This is an optimization exercise on Yosys and OpenROAD, whose aim is small area and a short achievable clock period, not a production implementation.
At most, simulation tests tie the RTL to the original design; equivalence was not proved.
Only the layout flow was run in run 1; the RTL was not checked for function there.

==> flow/design.v (outline; a module is shown in full before it is edited, if it fits) <==
// module rs_enc: 867 lines
// module rs_dec: 2561 lines
// module case_ecc_codec: 37 lines
module case_ecc_codec (
    input  wire         clk,
    input  wire         rst,
    input  wire         enc_valid,
    input  wire [127:0] enc_data,
    output wire         enc_out_valid,
    output wire [31:0]  enc_out_check,
    input  wire         dec_valid,
    input  wire [159:0] dec_word,
    input  wire [19:0]  dec_erase,
    output wire         dec_out_valid,
    output wire [127:0] dec_out_data,
    output wire         dec_out_corrected,
    output wire         dec_out_uncorrectable,
    output wire [4:0]   dec_out_last_dev
);
  // ...
==> flow/flow/run.sh <==
#!/bin/bash
# Standard ORFS layout (standard.sh) with two changes:
#  - the port buffers are buf_2 cells instead of the delay buffers that
#    buffer_ports picks by default (every port still gets its buffer);
#  - timing repair aims below the clock period (repair_timing's setup
#    margin), so it keeps improving the worst paths past the constraint.
bash standard.sh SETUP_SLACK_MARGIN=11.3 TNS_END_PERCENT=100 \
    "BUFFER_PORTS_ARGS=-buffer_cell sky130_fd_sc_hd__buf_2" finish > standard.log 2>&1
==> flow/standard.sh <==
#!/bin/bash
# synth_recipe.tcl (not shown) runs the flow's synth.tcl, then flattens the netlist and writes it again
# the make line also repeats each setting of config.mk as NAME=value (left out here)
make -C /OpenROAD-flow-scripts/flow DESIGN_CONFIG=/design/flow/config.mk WORK_HOME=/design/flow/orfs CLKGATE_MAP_FILE= SYNTH_SCRIPT=/design/flow/synth_recipe.tcl "${@:-finish}"
==> flow/config.mk <==
export PLATFORM = sky130hd
export DESIGN_NAME = case_ecc_codec
export DESIGN_NICKNAME = case_ecc_codec
export VERILOG_FILES = /design/flow/design.v
export SDC_FILE = /design/flow/constraint.sdc
export NUM_CORES = 4
export LEC_CHECK = 0
export CAP_MARGIN = 20
export CORE_MARGIN = 2
export CORE_UTILIZATION = 50
export SLEW_MARGIN = 20
==> flow/constraint.sdc <==
create_clock -name core_clock -period 16.0 [get_ports {clk}]
set_input_delay 3.2000 -clock core_clock [delete_from_list [all_inputs] [get_ports {clk}]]
set_output_delay 3.2000 -clock core_clock [all_outputs]
set_load 0.01 [all_outputs]
==> metrics.sh, run 1 <==
FINISH.UTILIZATION=0.621
TIMING.SETUP.TNS_NS=0
DRT_WL_TOTAL_MM=236
SYNTH.LARGEST_AREA_CELL='xnor2_1'
DETAIL-ROUTE-ANTENNA-NETS=0
MULTIINPUTGATEAREA_UM2=44000
YS_SEQ_ELEMENTS=773
CRITICAL-PATH-TOP-CELL-BY-COUNT='xnor3_2'
CTS.REPAIR_TIMING.SETUP_BUFFER_COUNT=70
FINALSETUPVIOLATIONS=0
ACHIEVABLE-FREQUENCY_MHz=206
TRITONCTS='yes'
HOLD_PATH_END='u_dec.s0_2[3]'
FILLERS=9711
START_UTIL=0.505
GRT_PASS1_WL_MM=328
POSTPLACECELLAREA_UM2=62800
POST_SYNTH_XOR_AREA_FRACTION=0.518
FINALCRITICALPERIOD_NS=4.85
STATUS='timing/DRC/antenna clean'
ASYNC_FLOP_SHARE=0
REMAINING_DRC_ERRORS=0
==> run 2, diff against run 1 <==
--- a/flow/design.v
+++ b/flow/design.v
@@ -2479,36 +2479,35 @@
     assign s3_c[2] = sx694;
     assign s3_c[3] = sx715;
     assign s3_c[4] = sx733;
     assign s3_c[5] = sx751;
     assign s3_c[6] = sx772;
     assign s3_c[7] = sx792;
     reg       e0;           
     reg [7:0] xa, xa2;      
-    reg [7:0] m1, m2, m3, m4, m5;
+    reg [7:0] m1, m2, m3, m4;
     always @(*) begin
         e0  = (e0r == 20'd0);
         xa  = 8'h00;
         xa2 = 8'h00;
         for (j = 19; j >= 0; j = j - 1)
             if (e0r[j]) begin
                 xa  = dev_x(j);
                 xa2 = gf_sq(dev_x(j));
             end
         m1 = gf_mul(s0_c, e0 ? s2_c : xa);     
         m2 = gf_mul(s1_c, e0 ? s3_c : xa);     
-        m3 = gf_mul(s2_c, e0 ? s1_c : 8'h01);  
+        m3 = gf_mul(s2_c, e0 ? s1_c : xa);     
         m4 = gf_mul(s0_c, e0 ? s3_c : xa2);    
-        m5 = gf_mul(s2_c, xa);                 
     end
     reg         v1;
     reg [127:0] data1;
     reg [19:0]  e1;
-    reg [7:0]   s0_1, s1_1, s2_1, s3_1, m1_1, m2_1, m3_1, m4_1, m5_1;
+    reg [7:0]   s0_1, s1_1, s2_1, s3_1, m1_1, m2_1, m3_1, m4_1;
     reg         e0_1;
     reg [1:0]   ecnt1;
     always @(posedge clk) begin
         if (rst) v1 <= 1'b0;
         else     v1 <= v0;
         data1 <= w0[127:0];
         e1    <= e0r;
         ecnt1 <= cnt3(e0r);
@@ -2516,35 +2515,34 @@
         s0_1  <= s0_c;
         s1_1  <= s1_c;
         s2_1  <= s2_c;
         s3_1  <= s3_c;
         m1_1  <= m1;
         m2_1  <= m2;
         m3_1  <= m3;
         m4_1  <= m4;
-        m5_1  <= m5;
     end
     reg [7:0]  t0, t1, t2, dd, pp, qq, ax;
     reg [3:0]  nx;
     reg [19:0] hita_c, hitb_c;
     reg        tzero_c, t0nz_c, chka_c, dnz_c;
     wire [159:0] ca, cb;
     always @(*) begin
         dd = gf_sq(s1_1) ^ m1_1;
         qq = gf_sq(s2_1) ^ m2_1;
         pp = m3_1 ^ m4_1;
         t0 = s1_1 ^ (e0_1 ? 8'h00 : m1_1);
         t1 = s2_1 ^ (e0_1 ? 8'h00 : m2_1);
-        t2 = s3_1 ^ m5_1;
+        t2 = s3_1 ^ (e0_1 ? 8'h00 : m3_1);
         tzero_c = (t0 == 8'h00) && (t1 == 8'h00) && (t2 == 8'h00);
         t0nz_c  = (t0 != 8'h00);
         chka_c  = (gf_mul(t0, t2) == gf_sq(t1));
         dnz_c   = (dd != 8'h00);
-        ax = to_tower(m4_1 ^ m3_1);
+        ax = to_tower(m4_1 ^ (e0_1 ? m3_1 : s2_1));
         nx = inv16(t_norm(ax));
     end
     wire cax0 = t0[6] ^ t0[7];
     wire cax1 = t0[4] ^ t0[5];
     wire cax2 = t0[2] ^ t0[3];
     wire cax3 = t0[0] ^ t0[1];
     wire cax4 = t0[1] ^ cax0;
     wire cax5 = t0[6] ^ cax1;
==> metrics.sh, run 2 <==
YS_TOP_CELLS_BY_AREA='xnor2_1 (39%), dfxtp_1 (28%), xor2_1 (10%)'  # was xnor2_1 (36%), dfxtp_1 (27%), xor2_1 (12%)
WORSTREGTOREGCELLS=21  # was 20
RRSETUPSLACK_NS=11.06  # was 11.15 ns
SEQ_AREA_FRAC_SYNTH=0.276  # was 0.271
LAYOUT.CELLS.MOST_COMMON='xnor2_1'  # unchanged
SYNTH.MOST_COMMON_CELL='xnor2_1'  # unchanged
FIRSTDRTPASSITERS=8  # was 5
PROPORTION_OF_LAYOUT_CELLS_WITH_A_DRIVE_SUFFIX_ABOVE_1=0.219  # was 0.217
COMBINATIONAL_FAMILY_WITH_THE_MOST_AREA_AFTER_SYNTHESIS='XOR/XNOR gates'  # unchanged
MIN_PERIOD_OVER_PERIOD=0.309  # was 0.303
NETLIST_INSTANCES=6150  # was 6,324
SYNTH_WARNINGS=2  # unchanged
SYNTH.LARGEST_AREA_CELL='xnor2_1'  # unchanged
ROUTE.DETAILED.WL_PER_INST_UM=28.1  # was 27.7 um
POST_SYN_AREA_UM2=55500  # was 57,000 um2
ASYNC_FLOP_SHARE=0  # unchanged
REMAINING_DRC_ERRORS=0  # unchanged
POST_SYNTH.CELL_AREA_AVG_UM2=9.03  # was 9.01 um2
POST_DP_HPWL_MM=182  # was 185 mm
DRT_WL_TOTAL_MM=234  # was 236 mm
YS.FLOP_TYPE='dfxtp_1'  # unchanged
TRITONCTS.NUM_BUFFERS=80  # was 79
ACHIEVABLE-FREQUENCY_MHz=203  # was 206 MHz
HOLD_PATH_END='u_dec.data2[84]'  # was u_dec.s0_2[3]
CP_SLOWEST_STAGE_DELAY_NS=0.47  # was 0.51 ns
SYNTH_ENABLE_FLOP_CELLS=0  # unchanged
CRITICAL_R2R_LAUNCH='u_dec.e0_1'  # was u_dec.m4_1[3]
INSERTION_DELAY_NS=0.69  # was 0.71 ns
NUM_IO_PINS=481  # unchanged
GRT_PASS1_VIAS=43600  # was 45,000
FINALCRITICALPERIOD_NS=4.94  # was 4.85 ns
POST_SYNTH_MUX_AREA_SHARE=0.0139  # was 0.0102
SYNTH_FP_NETS=6478  # was 6,652
CRITICALPATHCATEGORY='reg -> reg'  # unchanged
GRT_START_MAX_NET_PINS=51  # was 38
CRIT_CHAIN='buf_12 -> mux2i_4 -> xor2_4 -> xnor3_2 -> xnor3_2 -> ha_4 -> xnor2_4 -> xnor2_2 -> xnor2_2 -> buf_4 -> ha_4 -> inv_4 -> mux2_4 -> mux2_4 -> nand2_2 -> xnor2_2 -> xnor2_2 -> xnor3_2 -> xnor2_4 -> xor2_2 -> xor2_1'  # was xnor2_4 -> buf_12 -> xnor3_2 -> clkinv_4 -> ha_4 -> xor2_2 -> xnor2_2 -> xnor2_2 -> xnor3_2 -> ha_4 -> or2_4 -> a21oi_2 -> a31o_4 -> buf_6 -> mux2i_2 -> a21oi_2 -> xnor2_1 -> buf_4 -> xnor3_2 -> xnor3_1
PORT-BUFFER-COUNT=480  # unchanged
TIMING.CRITICAL_PATH.FROM_TYPE='flop'  # unchanged
LAYOUT.NETS=7084  # was 7,261
WORSTPATHREQUIRED_NS=16.62  # was 16.51 ns
REGMOSTFLOPS='u_dec.w0'  # unchanged
TIMING.SETUP.TNS_NS=0  # unchanged
FLOORPLAN_CORE_AREA_UM2=110000  # was 113,000 um2
WORSTHOLDPATHTYPE='reg -> reg'  # unchanged
YS_TOP_CELLS_BY_COUNT='xnor2_1 (2,496), dfxtp_1 (765), xor2_1 (662), nand2_1 (349), nor2_1 (299)'  # was xnor2_1 (2,330), dfxtp_1 (773), xor2_1 (765), nand2_1 (377), nor2_1 (353)
SETUP_REPAIR_AFTER_GLOBAL_ROUTING_MISSED_ITS_MARGIN='true'  # unchanged
POSTLAYOUTCELLAREA_UM2=68800  # was 70,000 um2
POSTPLACECELLAREA_UM2=61500  # was 62,800 um2
FINALHOLDVIOLATIONS=0  # unchanged
POST_SYNTH_FA_HA_MAJ_AREA_FRACTION=0.00487  # was 0.00527
SYNTH_COMPOUND_AREA_FRAC=0.0626  # was 0.0702
CP.ARRIVAL_NS=5.56  # was 5.36 ns
SKEW_NS=0.0592  # was 0.0802 ns
TIMING.CRITICAL_PATH.FANOUT_MAX=5  # was 6
DIE_H_UM=337  # was 342 um
LARGEST_REG_FLOPS=160  # unchanged
CLOCK_TREE.ROOT_CELL='clkbuf_16'  # unchanged
TIMING.CRITICAL_PATH.SLOWEST_STAGE_CELL='xnor3_2'  # unchanged
ANTENNA_VIOLATIONS_BEFORE_REPAIR=8  # was 9
SYNTHDOMINANTCELLAREASHARE=0.394  # was 0.358
DRT-VIAS-PER-INSTANCE=5.60  # was 5.67
FLOORPLAN.DIE_AREA_UM2=114000  # was 117,000 um2
WORST_SLEW_MARGIN_REL=0.171  # was 0.218
SYNTH_SIMPLE_GATE_AREA_FRAC=0.0981  # was 0.0998
DRT-INITIAL-DRC-COUNT=4983  # was 5,695
FINALSETUPVIOLATIONS=0  # unchanged
GRT.TOTAL_USAGE=0.394  # was 0.389
WORST_SETUP_PATH_END_KIND='flop'  # unchanged
CRITICAL-PATH-TOP-CELL-BY-COUNT='xnor2_2'  # was xnor3_2
STATUS='timing/DRC/antenna clean'  # unchanged
YS_SEQ_ELEMENTS=765  # was 773
FINALMAXSLEWVIOLATIONS=0  # unchanged
WORST_SLEW_PIN_SLEW_NS=1.24  # was 1.16 ns
MIN_PATH_CELLS=0  # unchanged
GRT_PASS1_WL_MM=320  # was 328 mm
MOSTFREQUENTLAYOUTCELLS='xnor2_1 (2,228), dfxtp_1 (726), xor2_1 (581)'  # was xnor2_1 (2,074), dfxtp_1 (714), xor2_1 (693)
PATH_CLK_SLEW_NS=0.07  # about the same
SYN_TO_FINAL_GROWTH_PCT=23.9  # was 22.8%
POST_SYNTH_XOR_AREA_FRACTION=0.522  # was 0.518
NUM_VIAS=46600  # was 48,200
GP_CONGESTION=1.08  # unchanged
TRITONCTS='yes'  # unchanged
MIN_FROM='u_dec.data1[84]'  # was u_dec.s0_1[3]
WORST_HOLD_SLACK_NS=0.297  # was 0.289 ns
CRITICAL_PATH.REG2REG.ENDPOINT='u_dec.zz2[6]'  # was u_dec.zz2[1]
CLK_PATH_BUF_DEPTH=3  # unchanged
SYNTH.DISTINCT_CELLS=87  # was 91
OVERFLOW=0  # unchanged
SINKS_ON_CLOCK_NET=765  # was 773
START_UTIL=0.503  # was 0.505
DETAIL-ROUTE-ANTENNA-NETS=0  # unchanged
MAX_CAP_VIOLATIONS=0  # unchanged
CTS_H_TREE_DEPTH=3  # unchanged
FLOORPLAN.DIE.WIDTH_UM=337  # was 342 um
FP-ROW-COUNT=122  # was 123
-- run 2: cell count changes after synthesis, sizes merged, moves of 42 or more --
cell / delta
a21oi: -42
nand3: +88
nor2: -56
nor3: -100
xnor2: +163
xnor3: -44
xor2: -101
-- run 2: cell type report --
type / count / area, um2
multi-input combinational: 5057 / 43300
fill: 9415 / 41600
clock buffer: 101 / 2220
inverter: 69 / 275
antenna: 2 / 5.00
timing repair buffer: 783 / 5160
sequential: 765 / 15400
clock inverter: 44 / 618
tap: 1488 / 1860
-- run 2: worst max-delay path: cells and delay by family, from the launching register on --
family | cells | cell delay (ns)
muxes | 3 | 0.86
DFF | 1 | 0.38
and+or+nand+nor | 1 | 0.08
adders and majority gates | 2 | 0.48
xor gates and xnor gates | 12 | 2.73
buffers and inverters | 3 | 0.35
-- run 2: cell families (layout without fill, tap and decap cells) --
family | after synthesis | count (layout)
other cells | 0 | 2
flops | 765 | 765
fa+ha+maj | 23 | 23
xor+xnor | 3223 | 3223
mux | 70 | 70
buf+inv | 328 | 997
compound gates | 562 | 562
simple gates | 1179 | 1179
-- run 2: worst max-delay path by stage --
stage	endpoint	slack, ns	start
3_5_place_dp	u_dec.zz2[1]	9.06	u_dec.e0_1
6_report	u_dec.zz2[6]	11.06	u_dec.e0_1
3_3_place_gp	u_dec.zz2[1]	9.09	u_dec.e0_1
5_1_grt	u_dec.zz2[1]	10.83	u_dec.e0_1
2_1_floorplan	u_enc.out_check[28]	11.14	enc_data[105]
4_1_cts	u_dec.zz2[1]	10.97	u_dec.e0_1
-- run 2: stage by stage --
| step | instances | util | worst slack (ns) |
|---|---|---|---|
| floorplan | 6150 | - | 11.14 |
| global placement | 8020 | 0.557 | 9.09 |
| detailed placement | 8020 | 0.557 | 9.06 |
| CTS | 8217 | 0.601 | 10.97 |
| global route | 8308 | 0.623 | 10.83 |
| finish | 8309 | 0.623 | 11.06 |
-- run 2: what timing repair did --
item / in CTS / in global routing
endpoints found under the setup margin: 209 / 192
pin swaps: 30 / 78
hold buffers: 0 / 0
setup buffers: 47 / 82
resized for setup: 206 / 251
endpoints found under the hold margin: 0 / 0
cloned: 5 / 8
-- run 2: per-layer routing --
metal	vias to the layer above	global-route usage	wire length (um)
li1	21000	-	-
met1	22300	0.518	92900
met5	-	0	27
met2	2613	0.619	104000
met4	4	0.202	15200
met3	658	0.0708	22200
==> run 3, diff against run 2 <==
==> flow/flow/run.sh (replaced) <==
#!/bin/bash
# Standard ORFS layout (standard.sh) with two changes:
#  - the port buffers are buf_1 cells instead of the delay buffers that
#    buffer_ports picks by default (every port still gets its buffer);
#  - timing repair aims below the clock period (repair_timing's setup
#    margin), so it keeps improving the worst paths past the constraint.
bash standard.sh SETUP_SLACK_MARGIN=11.6 TNS_END_PERCENT=100 \
    "BUFFER_PORTS_ARGS=-buffer_cell sky130_fd_sc_hd__buf_1" finish > standard.log 2>&1
--- a/flow/config.mk
+++ b/flow/config.mk
@@ -8,4 +8,5 @@
 export CAP_MARGIN = 20
 export CORE_MARGIN = 2
 export CORE_UTILIZATION = 50
+export CTS_BUF_LIST = sky130_fd_sc_hd__clkbuf_4 sky130_fd_sc_hd__clkbuf_8
 export SLEW_MARGIN = 20
==> metrics.sh, run 3 <==
WORSTPATHREQUIRED_NS=16.76  # was 16.62 ns
TIMING.CRITICAL_PATH.SLOWEST_STAGE_CELL='xnor3_2'  # unchanged
WORSTHOLDPATHTYPE='reg -> reg'  # unchanged
START_UTIL=0.503  # unchanged
POST_SYN_AREA_UM2=55500  # unchanged
LAYOUT.NETS=7289  # was 7,084
SYNTH.DISTINCT_CELLS=87  # unchanged
SINKS_ON_CLOCK_NET=765  # unchanged
WORST_SETUP_PATH_END_KIND='flop'  # unchanged
SYNTH.LARGEST_AREA_CELL='xnor2_1'  # unchanged
YS_TOP_CELLS_BY_COUNT='xnor2_1 (2,496), dfxtp_1 (765), xor2_1 (662), nand2_1 (349), nor2_1 (299)'  # unchanged
SYNTH_FP_NETS=6478  # unchanged
SYNTH_WARNINGS=2  # unchanged
MIN_PERIOD_OVER_PERIOD=0.316  # was 0.309
TIMING.CRITICAL_PATH.FANOUT_MAX=5  # unchanged
POST_SYNTH.CELL_AREA_AVG_UM2=9.03  # unchanged
GRT_START_MAX_NET_PINS=38  # was 51
TRITONCTS.NUM_BUFFERS=131  # was 80
DIE_H_UM=337  # unchanged
DETAIL-ROUTE-ANTENNA-NETS=0  # unchanged
FINALMAXSLEWVIOLATIONS=0  # unchanged
STATUS='timing/DRC/antenna clean'  # unchanged
DRT_WL_TOTAL_MM=260  # was 234 mm
CRIT_CHAIN='buf_12 -> mux2i_4 -> buf_4 -> xnor2_4 -> buf_4 -> or4_1 -> nand3_2 -> xnor2_2 -> xnor3_2 -> ha_4 -> inv_4 -> mux2_4 -> mux2_4 -> nand2_4 -> xnor2_4 -> xnor2_2 -> xnor3_2 -> xnor2_4 -> xor2_2 -> xor2_1'  # was buf_12 -> mux2i_4 -> xor2_4 -> xnor3_2 -> xnor3_2 -> ha_4 -> xnor2_4 -> xnor2_2 -> xnor2_2 -> buf_4 -> ha_4 -> inv_4 -> mux2_4 -> mux2_4 -> nand2_2 -> xnor2_2 -> xnor2_2 -> xnor3_2 -> xnor2_4 -> xor2_2 -> xor2_1
SYNTHDOMINANTCELLAREASHARE=0.394  # unchanged
NUM_IO_PINS=481  # unchanged
YS_SEQ_ELEMENTS=765  # unchanged
PATH_CLK_SLEW_NS=0.06  # was 0.07 ns
MOSTFREQUENTLAYOUTCELLS='xnor2_1 (2,024), dfxtp_1 (552), xor2_1 (545)'  # was xnor2_1 (2,228), dfxtp_1 (726), xor2_1 (581)
YS.FLOP_TYPE='dfxtp_1'  # unchanged
PROPORTION_OF_LAYOUT_CELLS_WITH_A_DRIVE_SUFFIX_ABOVE_1=0.293  # was 0.219
GRT.TOTAL_USAGE=0.435  # was 0.394
ANTENNA_VIOLATIONS_BEFORE_REPAIR=19  # was 8
CLOCK_TREE.ROOT_CELL='clkbuf_8'  # was clkbuf_16
ROUTE.DETAILED.WL_PER_INST_UM=30.3  # was 28.1 um
LARGEST_REG_FLOPS=160  # unchanged
PORT-BUFFER-COUNT=480  # unchanged
ASYNC_FLOP_SHARE=0  # unchanged
LAYOUT.CELLS.MOST_COMMON='xnor2_1'  # unchanged
CLK_PATH_BUF_DEPTH=3  # unchanged
CP_SLOWEST_STAGE_DELAY_NS=0.56  # was 0.47 ns
DRT-VIAS-PER-INSTANCE=5.76  # was 5.60
SYNTH_ENABLE_FLOP_CELLS=0  # unchanged
GRT_PASS1_WL_MM=350  # was 320 mm
SETUP_REPAIR_AFTER_GLOBAL_ROUTING_MISSED_ITS_MARGIN='true'  # unchanged
NUM_VIAS=49300  # was 46,600
FINALHOLDVIOLATIONS=0  # unchanged
FIRSTDRTPASSITERS=8  # unchanged
POST_DP_HPWL_MM=190  # was 182 mm
HOLD_BUFFERS=0  # unchanged
CRITICAL-PATH-TOP-CELL-BY-COUNT='xnor2_4'  # was xnor2_2
WORST_SLEW_MARGIN_REL=0.134  # was 0.171
GRT_PASS1_VIAS=46600  # was 43,600
FINALSETUPVIOLATIONS=0  # unchanged
NETLIST_INSTANCES=6150  # unchanged
NUMBER_OF_STANDARD_CELLS_IN_THE_FINAL_LAYOUT_EXCLUDING_FILLERS=8554  # was 8,309
FLOORPLAN_CORE_AREA_UM2=110000  # unchanged
FINALCRITICALPERIOD_NS=5.05  # was 4.94 ns
TRITONCTS='yes'  # unchanged
CRITICALPATHCATEGORY='reg -> reg'  # unchanged
TIMING.SETUP.TNS_NS=0  # unchanged
ACHIEVABLE-FREQUENCY_MHz=198  # was 203 MHz
SEQ_AREA_FRAC_SYNTH=0.276  # unchanged
OVERFLOW=0  # unchanged
WORST_SLEW_PIN_SLEW_NS=1.30  # was 1.24 ns
WORST_HOLD_SLACK_NS=0.281  # was 0.297 ns
FLOORPLAN.DIE.WIDTH_UM=337  # unchanged
INSERTION_DELAY_NS=0.88  # was 0.69 ns
REGMOSTFLOPS='u_dec.w0'  # unchanged
FP-ROW-COUNT=122  # unchanged
CTS_H_TREE_DEPTH=4  # was 3
FLOORPLAN.DIE_AREA_UM2=114000  # unchanged
GP_CONGESTION=1.10  # was 1.08
MAX_CAP_VIOLATIONS=0  # unchanged
SYN_TO_FINAL_GROWTH_PCT=37.5  # was 23.9%
CP.ARRIVAL_NS=5.81  # was 5.56 ns
DRT-INITIAL-DRC-COUNT=5813  # was 4,983
REMAINING_DRC_ERRORS=0  # unchanged
SKEW_NS=0.0902  # was 0.0592 ns
INST_COUNT_DP=8007  # was 8,020
TIMING.CRITICAL_PATH.FROM_TYPE='flop'  # unchanged
SYNTH.MOST_COMMON_CELL='xnor2_1'  # unchanged
YS_TOP_CELLS_BY_AREA='xnor2_1 (39%), dfxtp_1 (28%), xor2_1 (10%)'  # unchanged
run 3: cell counts after synthesis:
Identical to the previous run, type by type.
run 3: critical path, delay by kind of cell (launching register included):
| kind | cells | cell delay [ns] |
|---|---|---|
| xor+xnor | 9 | 2.04 |
| flops | 1 | 0.39 |
| simple gates | 3 | 0.73 |
| fa+ha+maj | 1 | 0.32 |
| mux | 3 | 0.88 |
| buf+inv | 4 | 0.56 |
run 3: worst paths after layout:
kind	start	to	slack, ns	cells past startpoint
setup reg to reg	u_dec.e0_1	u_dec.zz2[6]	10.95	20
setup / recovery	u_dec.e0_1	u_dec.zz2[6]	10.95	20
hold / removal	u_dec.data1[19]	u_dec.data2[19]	0.28	0
hold reg to reg	u_dec.data1[19]	u_dec.data2[19]	0.28	0
run 3: cell families after synthesis:
group | share of synthesized area
adders and majority gates | 0.00487
buffers and inverters | 0.0228
xor gates and xnor gates | 0.522
AOI/OAI and AO/OA | 0.0626
and+or+nand+nor | 0.0981
muxes | 0.0140
DFF | 0.276
run 3: area by class of cell:
| cell class | count | area (um2) |
|---|---|---|
| diodes | 8 | 20.0 |
| clock buffers | 190 | 2400 |
| clock inverters | 40 | 587 |
| fillers | 8297 | 34000 |
| inverters | 69 | 284 |
| multi-input cells | 5061 | 47600 |
| flip-flops and latches | 765 | 15700 |
| well taps | 1488 | 1860 |
| repair buffers | 933 | 7890 |
run 3: what timing repair did:
item | CTS | global route
pin swaps | 179 | 236
gates resized for setup | 1235 | 535
setup endpoints to repair | 392 | 379
gates cloned | 27 | 2
buffers inserted | 149 | 131
run 3: routing by layer:
metal | part of all wire | wire length [um] | global-route usage | up-vias
met4 | 0.091 | 23600 | 0.305 | 14
met3 | 0.097 | 25100 | 0.0918 | 966
li1 | - | - | - | 21400
met1 | 0.37 | 97100 | 0.543 | 23700
met2 | 0.44 | 114000 | 0.668 | 3149
met5 | 0.00035 | 92 | 0 | -
run 3: stage by stage:
stage | worst slack, ns | area, um2 | utilization
floorplan | 11.14 | 57300 | -
global placement | 9.43 | 61100 | 0.554
detailed placement | 9.57 | 61100 | 0.554
CTS | 10.96 | 71900 | 0.652
global route | 10.78 | 76300 | 0.691
finish | 10.95 | 76300 | 0.692
==> run 4, diff against run 3 <==
--- a/flow/flow/run.sh
+++ b/flow/flow/run.sh
@@ -4,5 +4,5 @@
 #    buffer_ports picks by default (every port still gets its buffer);
 #  - timing repair aims below the clock period (repair_timing's setup
 #    margin), so it keeps improving the worst paths past the constraint.
-bash standard.sh SETUP_SLACK_MARGIN=11.6 TNS_END_PERCENT=100 \
+bash standard.sh SETUP_SLACK_MARGIN=11.0 TNS_END_PERCENT=100 \
     "BUFFER_PORTS_ARGS=-buffer_cell sky130_fd_sc_hd__buf_1" finish > standard.log 2>&1
==> metrics.sh, run 4 <==
TOPROUTINGLAYERUSED='met5'  # unchanged
WL_MET2_MM=99.9  # was 114 mm
SEQ_AREA_FRAC_SYNTH=0.276  # unchanged
GRT_START_MAX_NET_PINS=38  # unchanged
TIMING.CRITICAL_PATH.FANOUT_MAX=6  # was 5
PORT-BUFFER-COUNT=480  # unchanged
YS_TOP_CELLS_BY_COUNT='xnor2_1 (2,496), dfxtp_1 (765), xor2_1 (662), nand2_1 (349), nor2_1 (299)'  # unchanged
REGMOSTFLOPS='u_dec.w0'  # unchanged
SYNTH.DISTINCT_CELLS=87  # unchanged
POSTLAYOUTCELLAREA_UM2=65300  # was 76,300 um2
FLOORPLAN.DIE_AREA_UM2=114000  # unchanged
MAX_CAP_VIOLATIONS=0  # unchanged
FIRSTDRTPASSITERS=6  # was 8
GRT_PASS1_VIAS=43700  # was 46,600
SINKS_ON_CLOCK_NET=765  # unchanged
WORSTHOLDPATHTYPE='reg -> reg'  # unchanged
WORSTPATHREQUIRED_NS=16.68  # was 16.76 ns
FLOORPLAN.DIE.WIDTH_UM=337  # unchanged
AREA.SEQUENTIAL_UM2=15300  # was 15,700 um2
LAYOUT.NETS=7088  # was 7,289
SYNTH_WARNINGS=2  # unchanged
YS_SEQ_ELEMENTS=765  # unchanged
MOSTFREQUENTLAYOUTCELLS='xnor2_1 (2,374), dfxtp_1 (750), xor2_1 (612)'  # was xnor2_1 (2,024), dfxtp_1 (552), xor2_1 (545)
FP-ROW-COUNT=122  # unchanged
PROPORTION_OF_LAYOUT_CELLS_WITH_A_DRIVE_SUFFIX_ABOVE_1=0.119  # was 0.293
DRT-MET1-WL_MM=92.0  # was 97.1 mm
MULTIINPUTGATEAREA_UM2=40900  # was 47,600 um2
FLOORPLAN_CORE_AREA_UM2=110000  # unchanged
SYNTH_FP_NETS=6478  # unchanged
SYNTH.MOST_COMMON_CELL='xnor2_1'  # unchanged
MIN_PERIOD_OVER_PERIOD=0.320  # was 0.316
SETUP_REPAIR_AFTER_GLOBAL_ROUTING_MISSED_ITS_MARGIN='true'  # unchanged
DRT_WL_TOTAL_MM=227  # was 260 mm
CRITICAL_PATH.REG2REG.ENDPOINT='u_dec.zz2[6]'  # unchanged
TRITONCTS='yes'  # unchanged
SKEW_NS=0.0681  # was 0.0902 ns
CTS_H_TREE_DEPTH=3  # was 4
FINALCRITICALPERIOD_NS=5.12  # was 5.05 ns
CRITICALPATHCATEGORY='reg -> reg'  # unchanged
YS_TOP_CELLS_BY_AREA='xnor2_1 (39%), dfxtp_1 (28%), xor2_1 (10%)'  # unchanged
DRT-VIAS-PER-INSTANCE=5.52  # was 5.76
NETLIST_INSTANCES=6150  # unchanged
SYNTHDOMINANTCELLAREASHARE=0.394  # unchanged
OVERFLOW=0  # unchanged
WORST_SETUP_PATH_ENDPOINT='u_dec.zz2[6]'  # unchanged
SYN_TO_FINAL_GROWTH_PCT=17.5  # was 37.5%
TIMING.CRITICAL_PATH.FROM_TYPE='flop'  # unchanged
WORST_SLEW_MARGIN_REL=0.242  # was 0.134
TRITONCTS.NUM_BUFFERS=115  # was 131
WORST_SETUP_PATH_END_KIND='flop'  # unchanged
SYNTH.LARGEST_AREA_CELL='xnor2_1'  # unchanged
CRITICAL_R2R_LAUNCH='u_dec.e0_1'  # unchanged
RRSETUPSLACK_NS=10.88  # was 10.95 ns
HOLD_BUFFERS=0  # unchanged
FINAL.SETUP.WORST_SLACK_NS=10.88  # was 10.95 ns
DETAIL-ROUTE-ANTENNA-NETS=0  # unchanged
INST_COUNT_DP=8046  # was 8,007
ASYNC_FLOP_SHARE=0  # unchanged
DP_WORST_SETUP_SLACK_NS=9.03  # was 9.57 ns
GP_CONGESTION=1.08  # was 1.10
MET3ROUTEDLENGTH_MM=18.8  # was 25.1 mm
LARGEST_REG_FLOPS=160  # unchanged
ROUTE.DETAILED.WL_PER_INST_UM=27.1  # was 30.3 um
CLK_PATH_BUF_DEPTH=3  # unchanged
WORST_SLEW_PIN_SLEW_NS=1.13  # was 1.30 ns
FINALHOLDVIOLATIONS=0  # unchanged
FINALMAXSLEWVIOLATIONS=0  # unchanged
REMAINING_DRC_ERRORS=0  # unchanged
POSTPLACECELLAREA_UM2=60100  # was 61,100 um2
DIE_H_UM=337  # unchanged
STATUS='timing/DRC/antenna clean'  # unchanged
INSERTION_DELAY_NS=0.82  # was 0.88 ns
SYNTH_ENABLE_FLOP_CELLS=0  # unchanged
POST_DP_HPWL_MM=178  # was 190 mm
POST_SYNTH.CELL_AREA_AVG_UM2=9.03  # unchanged
GRT_PASS1_WL_MM=317  # was 350 mm
WORST_HOLD_SLACK_NS=0.295  # was 0.281 ns
CP.ARRIVAL_NS=5.80  # was 5.81 ns
FILLERS=10000  # was 8,297
NUM_IO_PINS=481  # unchanged
CLOCK_TREE.ROOT_CELL='clkbuf_8'  # unchanged
SETUP.WORST_PATH.START='u_dec.e0_1'  # unchanged
WORSTREGTOREGCELLS=20  # unchanged
LAYOUT.CELLS.MOST_COMMON='xnor2_1'  # unchanged
FINALSETUPVIOLATIONS=0  # unchanged
POST_SYN_AREA_UM2=55500  # unchanged
ACHIEVABLE-FREQUENCY_MHz=195  # was 198 MHz
YS.FLOP_TYPE='dfxtp_1'  # unchanged
TIMING.SETUP.TNS_NS=0  # unchanged
PATH_CLK_SLEW_NS=0.07  # was 0.06 ns
GRT.TOTAL_USAGE=0.388  # was 0.435
NUM_VIAS=46100  # was 49,300
ANTENNA_VIOLATIONS_BEFORE_REPAIR=9  # was 19
DRT-INITIAL-DRC-COUNT=4607  # was 5,813
NUMBER_OF_STANDARD_CELLS_IN_THE_FINAL_LAYOUT_EXCLUDING_FILLERS=8353  # was 8,554
START_UTIL=0.503  # unchanged
-- run 4: layout make-up --
type,instances,area share
Clock inverter,41,0.00915
Antenna cell,10,0.000384
Timing Repair Buffer,750,0.0619
Sequential cell,765,0.235
Inverter,69,0.00410
Tap cell,1488,0.0285
Clock buffer,171,0.0340
Multi-Input combinational cell,5059,0.627
-- run 4: per-layer routing --
| layer | vias to the layer above | GRT usage |
|---|---|---|
| met1 | 22000 | 0.508 |
| met2 | 2500 | 0.601 |
| met5 | - | 0 |
| met4 | 4 | 0.231 |
| li1 | 21000 | - |
| met3 | 611 | 0.0628 |
-- run 4: worst min-delay path by stage --
stage,start,end,cells past startpoint
5_1_grt,u_dec.data1[61],u_dec.data2[61],0
3_3_place_gp,u_dec.data1[24],u_dec.data2[24],0
3_5_place_dp,u_dec.data1[121],u_dec.data2[121],0
2_1_floorplan,u_dec.data1[0],u_dec.data2[0],0
4_1_cts,u_dec.data1[70],u_dec.data2[70],0
6_report,u_dec.data1[61],u_dec.data2[61],0
-- run 4: kinds of logic after synthesis --
kind of cell / count (synthesis) / synth area share
compound gates: 562 / 0.0626
xor+xnor: 3223 / 0.522
fa+ha+maj: 23 / 0.00487
buf+inv: 328 / 0.0228
flops: 765 / 0.276
mux: 70 / 0.0140
simple gates: 1179 / 0.0981
-- run 4: timing repair --
action,4_1_cts,5_1_grt
setup endpoints to repair,146,156
gates cloned,5,1
pin swaps,18,28
setup buffers,46,33
gates resized for setup,141,106
-- run 4: through the flow --
step	util
2_1_floorplan	-
3_3_place_gp	0.545
3_5_place_dp	0.545
4_1_cts	0.583
5_1_grt	0.591
6_report	0.591
-- run 4: worst max-delay path: stages (launching register included) --
cell and delay [ns]:
dfxtp_2 0.35, buf_12 0.15, mux2i_4 0.30, xor2_4 0.20, xnor3_2 0.48, xnor3_2 0.43, ha_4 0.20, xnor2_4 0.13
xnor2_2 0.26, xnor2_2 0.12, ha_1 0.34, inv_2 0.05, mux2_4 0.28, mux2_4 0.30, nand2_4 0.10, xnor2_4 0.13
xnor2_2 0.15, xnor3_2 0.43, xnor2_2 0.24, xor2_2 0.22, xor2_1 0.16
==> run 5, diff against run 4 <==
--- a/flow/flow/run.sh
+++ b/flow/flow/run.sh
@@ -4,5 +4,5 @@
 #    buffer_ports picks by default (every port still gets its buffer);
 #  - timing repair aims below the clock period (repair_timing's setup
 #    margin), so it keeps improving the worst paths past the constraint.
-bash standard.sh SETUP_SLACK_MARGIN=11.0 TNS_END_PERCENT=100 \
+bash standard.sh SETUP_SLACK_MARGIN=11.3 TNS_END_PERCENT=100 \
     "BUFFER_PORTS_ARGS=-buffer_cell sky130_fd_sc_hd__buf_1" finish > standard.log 2>&1
==> metrics.sh, run 5 <==
FP-ROW-COUNT=122  # unchanged
SYNTH.LARGEST_AREA_CELL='xnor2_1'  # unchanged
DETAIL-ROUTE-ANTENNA-NETS=0  # unchanged
CRITICAL-PATH-TOP-CELL-BY-COUNT='xnor2_2'  # unchanged
REMAINING_DRC_ERRORS=0  # unchanged
MIN_PERIOD_OVER_PERIOD=0.309  # was 0.320
SETUP_REPAIR_AFTER_GLOBAL_ROUTING_MISSED_ITS_MARGIN='true'  # unchanged
INSERTION_DELAY_NS=0.84  # was 0.82 ns
DIE_H_UM=337  # unchanged
WORSTPATHREQUIRED_NS=16.73  # was 16.68 ns
ANTENNA_VIOLATIONS_BEFORE_REPAIR=11  # was 9
START_UTIL=0.503  # unchanged
FINAL.SETUP.WORST_SLACK_NS=11.06  # was 10.88 ns
DRT-VIAS-PER-INSTANCE=5.54  # was 5.52
REGMOSTFLOPS='u_dec.w0'  # unchanged
GROUTE.LAYER.MET2.USAGE=0.614  # was 0.601
WORST_SETUP_PATH_END_KIND='flop'  # unchanged
LARGEST_REG_FLOPS=160  # unchanged
FLOORPLAN_CORE_AREA_UM2=110000  # unchanged
GRT_PASS1_VIAS=43900  # was 43,700
SYNTH.DISTINCT_CELLS=87  # unchanged
WORST_SLEW_PIN_SLEW_NS=1.22  # was 1.13 ns
CP.ARRIVAL_NS=5.67  # was 5.80 ns
SYN_TO_FINAL_GROWTH_PCT=21.5  # was 17.5%
KIND_OF_CELL_ADDING_THE_MOST_DELAY_TO_THE_CRITICAL_PATH='XOR/XNOR gates'  # unchanged
SKEW_NS=0.0962  # was 0.0681 ns
DRT-INITIAL-DRC-COUNT=5068  # was 4,607
SEQ_AREA_FRAC_SYNTH=0.276  # unchanged
FIRSTDRTPASSITERS=6  # unchanged
FINALHOLDVIOLATIONS=0  # unchanged
CRITICALPATHCATEGORY='reg -> reg'  # unchanged
GR_UTIL_MET3=0.0644  # was 0.0628
YS_TOP_CELLS_BY_AREA='xnor2_1 (39%), dfxtp_1 (28%), xor2_1 (10%)'  # unchanged
SYNTH_WARNINGS=2  # unchanged
TOP_USAGE_LAYER='met2'  # unchanged
SINKS_ON_CLOCK_NET=765  # unchanged
NUM_VIAS=46300  # was 46,100
GRT_UTIL_MET1=0.516  # was 0.508
POST_SYNTH.CELL_AREA_AVG_UM2=9.03  # unchanged
ASYNC_FLOP_SHARE=0  # unchanged
FINALMAXSLEWVIOLATIONS=0  # unchanged
SYNTH_FP_NETS=6478  # unchanged
PATH_CLK_SLEW_NS=0.06  # was 0.07 ns
MOSTFREQUENTLAYOUTCELLS='xnor2_1 (2,256), dfxtp_1 (720), xor2_1 (582)'  # was xnor2_1 (2,374), dfxtp_1 (750), xor2_1 (612)
CRIT_CHAIN='buf_12 -> mux2i_4 -> xor2_4 -> xnor2_4 -> buf_4 -> or4_1 -> nand3_1 -> xnor2_2 -> xnor3_2 -> ha_4 -> inv_4 -> mux2_4 -> mux2_4 -> nand2_2 -> xnor2_2 -> xnor2_2 -> xnor3_2 -> xnor2_4 -> buf_4 -> buf_6 -> xor2_1'  # was buf_12 -> mux2i_4 -> xor2_4 -> xnor3_2 -> xnor3_2 -> ha_4 -> xnor2_4 -> xnor2_2 -> xnor2_2 -> ha_1 -> inv_2 -> mux2_4 -> mux2_4 -> nand2_4 -> xnor2_4 -> xnor2_2 -> xnor3_2 -> xnor2_2 -> xor2_2 -> xor2_1
CP_SLOWEST_STAGE_DELAY_NS=0.47  # was 0.48 ns
TIMING.CRITICAL_PATH.FROM_TYPE='flop'  # unchanged
NETLIST_INSTANCES=6150  # unchanged
TIMING.SETUP.TNS_NS=0  # unchanged
FLOORPLAN.DIE_AREA_UM2=114000  # unchanged
TIMING.CRITICAL_PATH.SLOWEST_STAGE_CELL='or4_1'  # was xnor3_2
MAX_CAP_VIOLATIONS=0  # unchanged
GRT_PASS1_WL_MM=317  # about the same
TRITONCTS='yes'  # unchanged
TRITONCTS.NUM_BUFFERS=116  # was 115
FINALCRITICALPERIOD_NS=4.94  # was 5.12 ns
PROPORTION_OF_LAYOUT_CELLS_WITH_A_DRIVE_SUFFIX_ABOVE_1=0.156  # was 0.119
WORSTHOLDPATHTYPE='reg -> reg'  # unchanged
YS_SEQ_ELEMENTS=765  # unchanged
DP_WORST_SETUP_SLACK_NS=9.36  # was 9.03 ns
SYNTH.MOST_COMMON_CELL='xnor2_1'  # unchanged
PORT-BUFFER-COUNT=480  # unchanged
CLOCK_TREE.ROOT_CELL='clkbuf_8'  # unchanged
CLK_PATH_BUF_DEPTH=3  # unchanged
YS.FLOP_TYPE='dfxtp_1'  # unchanged
YS_TOP_CELLS_BY_COUNT='xnor2_1 (2,496), dfxtp_1 (765), xor2_1 (662), nand2_1 (349), nor2_1 (299)'  # unchanged
CTS_H_TREE_DEPTH=3  # unchanged
POST_SYN_AREA_UM2=55500  # unchanged
LAYOUT.NETS=7109  # was 7,088
FINISH.UTILIZATION=0.611  # was 0.591
PATH_BUF_INV=5  # was 2
ACHIEVABLE-FREQUENCY_MHz=203  # was 195 MHz
DRT_WL_TOTAL_MM=228  # was 227 mm
GRT_START_MAX_NET_PINS=48  # was 38
FINALSETUPVIOLATIONS=0  # unchanged
SYNTHDOMINANTCELLAREASHARE=0.394  # unchanged
FLOORPLAN.DIE.WIDTH_UM=337  # unchanged
GRT.TOTAL_USAGE=0.390  # was 0.388
ROUTE.DETAILED.WL_PER_INST_UM=27.3  # was 27.1 um
TIMING.CRITICAL_PATH.FANOUT_MAX=6  # unchanged
STATUS='timing/DRC/antenna clean'  # unchanged
SYNTH_ENABLE_FLOP_CELLS=0  # unchanged
GP_CONGESTION=1.09  # was 1.08
WORST_SLEW_MARGIN_REL=0.189  # was 0.242
NUM_IO_PINS=481  # unchanged
LAYOUT.CELLS.MOST_COMMON='xnor2_1'  # unchanged
OVERFLOW=0  # unchanged
POST_DP_HPWL_MM=178  # about the same
## run 5: cell families after synthesis
logic type,synth area share
adders and majority gates,0.00487
muxes,0.0140
buffers and inverters,0.0228
xor gates and xnor gates,0.522
and+or+nand+nor,0.0981
DFF,0.276
AOI/OAI and AO/OA,0.0626
## run 5: layout make-up
cell class	count	area [um2]
sequential	765	15400
clock inverter	32	444
multi-input combinational	5059	42900
timing repair buffer	770	4430
antenna	8	20.0
inverter	69	270
tap	1488	1860
clock buffer	175	2170
fill	9760	42900
## run 5: per-stage QoR
step | hold slack (ns) | instance area (um2) | instances
floorplan | 0.310 | 56800 | 6150
global placement | 0.310 | 60900 | 8020
detailed placement | 0.312 | 60900 | 8020
CTS | 0.275 | 65900 | 8315
global route | 0.297 | 67400 | 8361
finish | 0.272 | 67400 | 8366
## run 5: what timing repair did
| item | CTS | global route |
|---|---|---|
| endpoints found under the hold margin | 0 | 0 |
| resized for setup | 257 | 188 |
| endpoints found under the setup margin | 214 | 202 |
| gates cloned | 9 | 4 |
| buffers inserted | 79 | 39 |
| hold buffers | 0 | 0 |
| pin swaps | 70 | 56 |
## run 5: metal layers
layer  vias up  part of all wire
li1      21100                 -
met5         -           0.00041
met2      2548              0.45
met4         8             0.059
met1     22100              0.40
met3       564             0.088
## run 5: final timing paths
kind | startpoint | endpoint | slack, ns | depth (start not counted)
max reg2reg | u_dec.e0_1 | u_dec.zz2[3] | 11.06 | 21
min | u_dec.data1[126] | u_dec.data2[126] | 0.27 | 0
max | u_dec.e0_1 | u_dec.zz2[3] | 11.06 | 21
min reg2reg | u_dec.data1[126] | u_dec.data2[126] | 0.27 | 0
==> run 6, diff against run 5 <==
--- a/flow/config.mk
+++ b/flow/config.mk
@@ -7,6 +7,7 @@
 export LEC_CHECK = 0
 export CAP_MARGIN = 20
 export CORE_MARGIN = 2
-export CORE_UTILIZATION = 50
+export CORE_UTILIZATION = 55
 export CTS_BUF_LIST = sky130_fd_sc_hd__clkbuf_4 sky130_fd_sc_hd__clkbuf_8
+export PLACE_DENSITY = 0.7
 export SLEW_MARGIN = 20
==> metrics.sh, run 6 <==
YS_TOP_CELLS_BY_AREA='xnor2_1 (39%), dfxtp_1 (28%), xor2_1 (10%)'  # unchanged
GRT.TOTAL_USAGE=0.442  # was 0.390
POST_DP_HPWL_MM=182  # was 178 mm
CRITICALPATHCATEGORY='reg -> reg'  # unchanged
OVERFLOW=0  # unchanged
YS_TOP_CELLS_BY_COUNT='xnor2_1 (2,496), dfxtp_1 (765), xor2_1 (662), nand2_1 (349), nor2_1 (299)'  # unchanged
NETLIST_INSTANCES=6150  # unchanged
PROPORTION_OF_LAYOUT_CELLS_WITH_A_DRIVE_SUFFIX_ABOVE_1=0.188  # was 0.156
FP-ROW-COUNT=116  # was 122
SYNTH.MOST_COMMON_CELL='xnor2_1'  # unchanged
STATUS='complete, but fails checks'  # was timing/DRC/antenna clean
LAYOUT.NETS=7128  # was 7,109
TRITONCTS='yes'  # unchanged
FLOORPLAN_CORE_AREA_UM2=100000  # was 110,000 um2
WORST_HOLD_SLACK_NS=0.312  # was 0.272 ns
POST_SYNTH.CELL_AREA_AVG_UM2=9.03  # unchanged
SYN_TO_FINAL_GROWTH_PCT=25.2  # was 21.5%
POST_SYN_AREA_UM2=55500  # unchanged
PATH_CLK_SLEW_NS=0.07  # was 0.06 ns
ROUTE.DETAILED.WL_PER_INST_UM=30.0  # was 27.3 um
CP.ARRIVAL_NS=5.66  # was 5.67 ns
LAYOUT.CELLS.MOST_COMMON='xnor2_1'  # unchanged
MAX_CAP_VIOLATIONS=3  # was 0
DRT_WL_TOTAL_MM=246  # was 228 mm
SKEW_NS=0.0856  # was 0.0962 ns
SETUP_REPAIR_AFTER_GLOBAL_ROUTING_MISSED_ITS_MARGIN='true'  # unchanged
FILLERS=7669  # was 9,760
ANTENNA_VIOLATIONS_BEFORE_REPAIR=15  # was 11
TIMING.SETUP.TNS_NS=0  # unchanged
CLOCK_TREE.ROOT_CELL='clkbuf_8'  # unchanged
FLOORPLAN.DIE.WIDTH_UM=322  # was 337 um
GRT_PASS1_VIAS=45100  # was 43,900
LARGEST_REG_FLOPS=160  # unchanged
MIN_PERIOD_OVER_PERIOD=0.307  # was 0.309
MOSTFREQUENTLAYOUTCELLS='xnor2_1 (2,172), dfxtp_1 (722), xor2_1 (576)'  # was xnor2_1 (2,256), dfxtp_1 (720), xor2_1 (582)
INST_COUNT_DP=7821  # was 8,020
TIMING.CRITICAL_PATH.FANOUT_MAX=7  # was 6
DIE_H_UM=322  # was 337 um
SYNTH.LARGEST_AREA_CELL='xnor2_1'  # unchanged
CTS_H_TREE_DEPTH=3  # unchanged
GP_CONGESTION=1.12  # was 1.09
NUM_VIAS=48700  # was 46,300
FIRSTDRTPASSITERS=6  # unchanged
SYNTH_WARNINGS=2  # unchanged
ACHIEVABLE-FREQUENCY_MHz=203  # about the same
WORSTPATHREQUIRED_NS=16.74  # was 16.73 ns
GRT_START_MAX_NET_PINS=38  # was 48
INSERTION_DELAY_NS=0.86  # was 0.84 ns
TRITONCTS.NUM_BUFFERS=117  # was 116
HOLD_BUFFERS=0  # unchanged
NUMBER_OF_STANDARD_CELLS_IN_THE_FINAL_LAYOUT_EXCLUDING_FILLERS=8198  # was 8,366
SYNTH.DISTINCT_CELLS=87  # unchanged
WORST_SETUP_PATH_END_KIND='flop'  # unchanged
WORSTHOLDPATHTYPE='reg -> reg'  # unchanged
YS.FLOP_TYPE='dfxtp_1'  # unchanged
SEQ_AREA_FRAC_SYNTH=0.276  # unchanged
DETAIL-ROUTE-ANTENNA-NETS=0  # unchanged
SYNTHDOMINANTCELLAREASHARE=0.394  # unchanged
SYNTH_ENABLE_FLOP_CELLS=0  # unchanged
GRT_PASS1_WL_MM=327  # was 317 mm
FINALCRITICALPERIOD_NS=4.92  # was 4.94 ns
SINKS_ON_CLOCK_NET=765  # unchanged
ASYNC_FLOP_SHARE=0  # unchanged
SYNTH_FP_NETS=6478  # unchanged
FLOORPLAN.DIE_AREA_UM2=104000  # was 114,000 um2
WORST_SLEW_PIN_SLEW_NS=1.68  # was 1.22 ns
DRT-VIAS-PER-INSTANCE=5.94  # was 5.54
DRT-INITIAL-DRC-COUNT=6217  # was 5,068
PORT-BUFFER-COUNT=480  # unchanged
WORST_SLEW_MARGIN_REL=-0.123  # was 0.189
REMAINING_DRC_ERRORS=0  # unchanged
YS_SEQ_ELEMENTS=765  # unchanged
NUM_IO_PINS=481  # unchanged
TIMING.CRITICAL_PATH.FROM_TYPE='flop'  # unchanged
START_UTIL=0.554  # was 0.503
REGMOSTFLOPS='u_dec.w0'  # unchanged
FAILED_CHECKS='max-capacitance violations, max-slew violations'
CLK_PATH_BUF_DEPTH=3  # unchanged
FINALSETUPVIOLATIONS=0  # unchanged
FINALHOLDVIOLATIONS=0  # unchanged
FINALMAXSLEWVIOLATIONS=27  # was 0
## run 6: layout make-up
class                           instances  area [um2]  area share
Multi-Input combinational cell       5059       44700       0.643
Timing Repair Buffer                  787        4840      0.0697
Tap cell                             1298        1620      0.0234
Timing Repair inverter                  1        5.00   0.0000720
Inverter                               69         282     0.00405
Clock buffer                          170        2150      0.0310
Antenna cell                            9        22.5    0.000324
Clock inverter                         40         549     0.00790
Sequential cell                       765       15400       0.221
## run 6: cells by family after synthesis
kind of cell / Yosys count / share of synthesized area
adder cells (fa/ha/maj): 23 / 0.00487
flip-flops: 765 / 0.276
AO/OA/AOI/OAI: 562 / 0.0626
buffers and inverters: 328 / 0.0228
AND/OR/NAND/NOR: 1179 / 0.0981
multiplexers: 70 / 0.0140
XOR/XNOR: 3223 / 0.522
## run 6: repair_timing
| item | in CTS | in global routing |
|---|---|---|
| gates cloned | 7 | 23 |
| pin swaps | 27 | 155 |
| buffers inserted | 69 | 59 |
| endpoints found under the setup margin | 209 | 206 |
| gates resized for setup | 238 | 515 |
## run 6: per-stage QoR
| step | cell area (um2) | util | worst slack (ns) |
|---|---|---|---|
| floorplan | 56800 | - | 11.14 |
| global placement | 60600 | 0.605 | 9.20 |
| detailed placement | 60600 | 0.605 | 9.08 |
| CTS | 65400 | 0.653 | 11.07 |
| global route | 69500 | 0.694 | 10.91 |
| finish | 69500 | 0.694 | 11.08 |
## run 6: final timing paths
path,startpoint,to,slack [ns],cells after the start
setup / recovery,u_dec.e0_1,u_dec.zz2[3],11.08,22
hold / removal,u_dec.data1[6],u_dec.data2[6],0.31,0
setup reg to reg,u_dec.e0_1,u_dec.zz2[3],11.08,22
hold reg to reg,u_dec.data1[6],u_dec.data2[6],0.31,0
## run 6: worst max-delay path, cell delays in order, from the launching register on
cell and delay, ns:
dfxtp_4 0.40, buf_12 0.15, mux2i_4 0.27, xor2_1 0.20, buf_6 0.17, xnor3_2 0.35
xnor3_2 0.29, ha_4 0.20, xnor2_4 0.13, xnor2_2 0.19, xnor2_2 0.30, inv_2 0.14
ha_4 0.19, mux2_4 0.26, mux2_4 0.30, nand2_2 0.09, xnor2_2 0.13, xnor2_2 0.14
xnor3_2 0.35, xnor2_4 0.17, buf_4 0.15, buf_6 0.10, xor2_1 0.13
## run 6: routing by layer
layer  track usage  part of all wire  vias to the layer above
met4         0.294             0.086                        8
met1         0.558              0.37                    23300
li1              -                 -                    21100
met2         0.678              0.44                     3395
met3        0.0948              0.11                      923
met5             0           0.00021                        -

-- what the ideal ports hide --
The results above use ideal ports. As a check the final layouts listed here were re-extracted and re-timed, cells and wires unchanged. Step 1, drivers: a clkbuf_16 drives clk and a buf_2 each remaining input, both assumed. Step 2, shift: input delay + t, output delay - t, t = (earliest + latest rising clock arrival at the registers) / 2. This alone moves slack from input paths to output paths. Three values: ideal, step 1, step 2; two values: the first two.
| run | shift t [ns] | slack for setup (ns) | clock arrival spread, ns | worst slew at a driven data input, ns |
|---|---|---|---|---|
| run 1 | 0.741 | 11.150 / 11.150 / 10.543 | 0.080 / 0.080 | 0.06 |
| run 2 | 0.746 | 11.062 / 11.062 / 10.502 | 0.062 / 0.061 | 0.11 |
| run 3 | 0.919 | 10.951 / 10.951 / 10.580 | 0.099 / 0.099 | 0.13 |
| run 4 | 0.861 | 10.881 / 10.881 / 10.142 | 0.069 / 0.069 | 0.07 |
| run 5 | 0.871 | 11.064 / 11.064 / 10.366 | 0.103 / 0.103 | 0.08 |
| run 6 | 0.895 | 11.084 / 11.084 / 10.365 | 0.087 / 0.087 | 0.14 |
For run 4, which loses most, drivers alone change the setup slack by 0.000 ns; drivers and shift together by -0.739 ns.
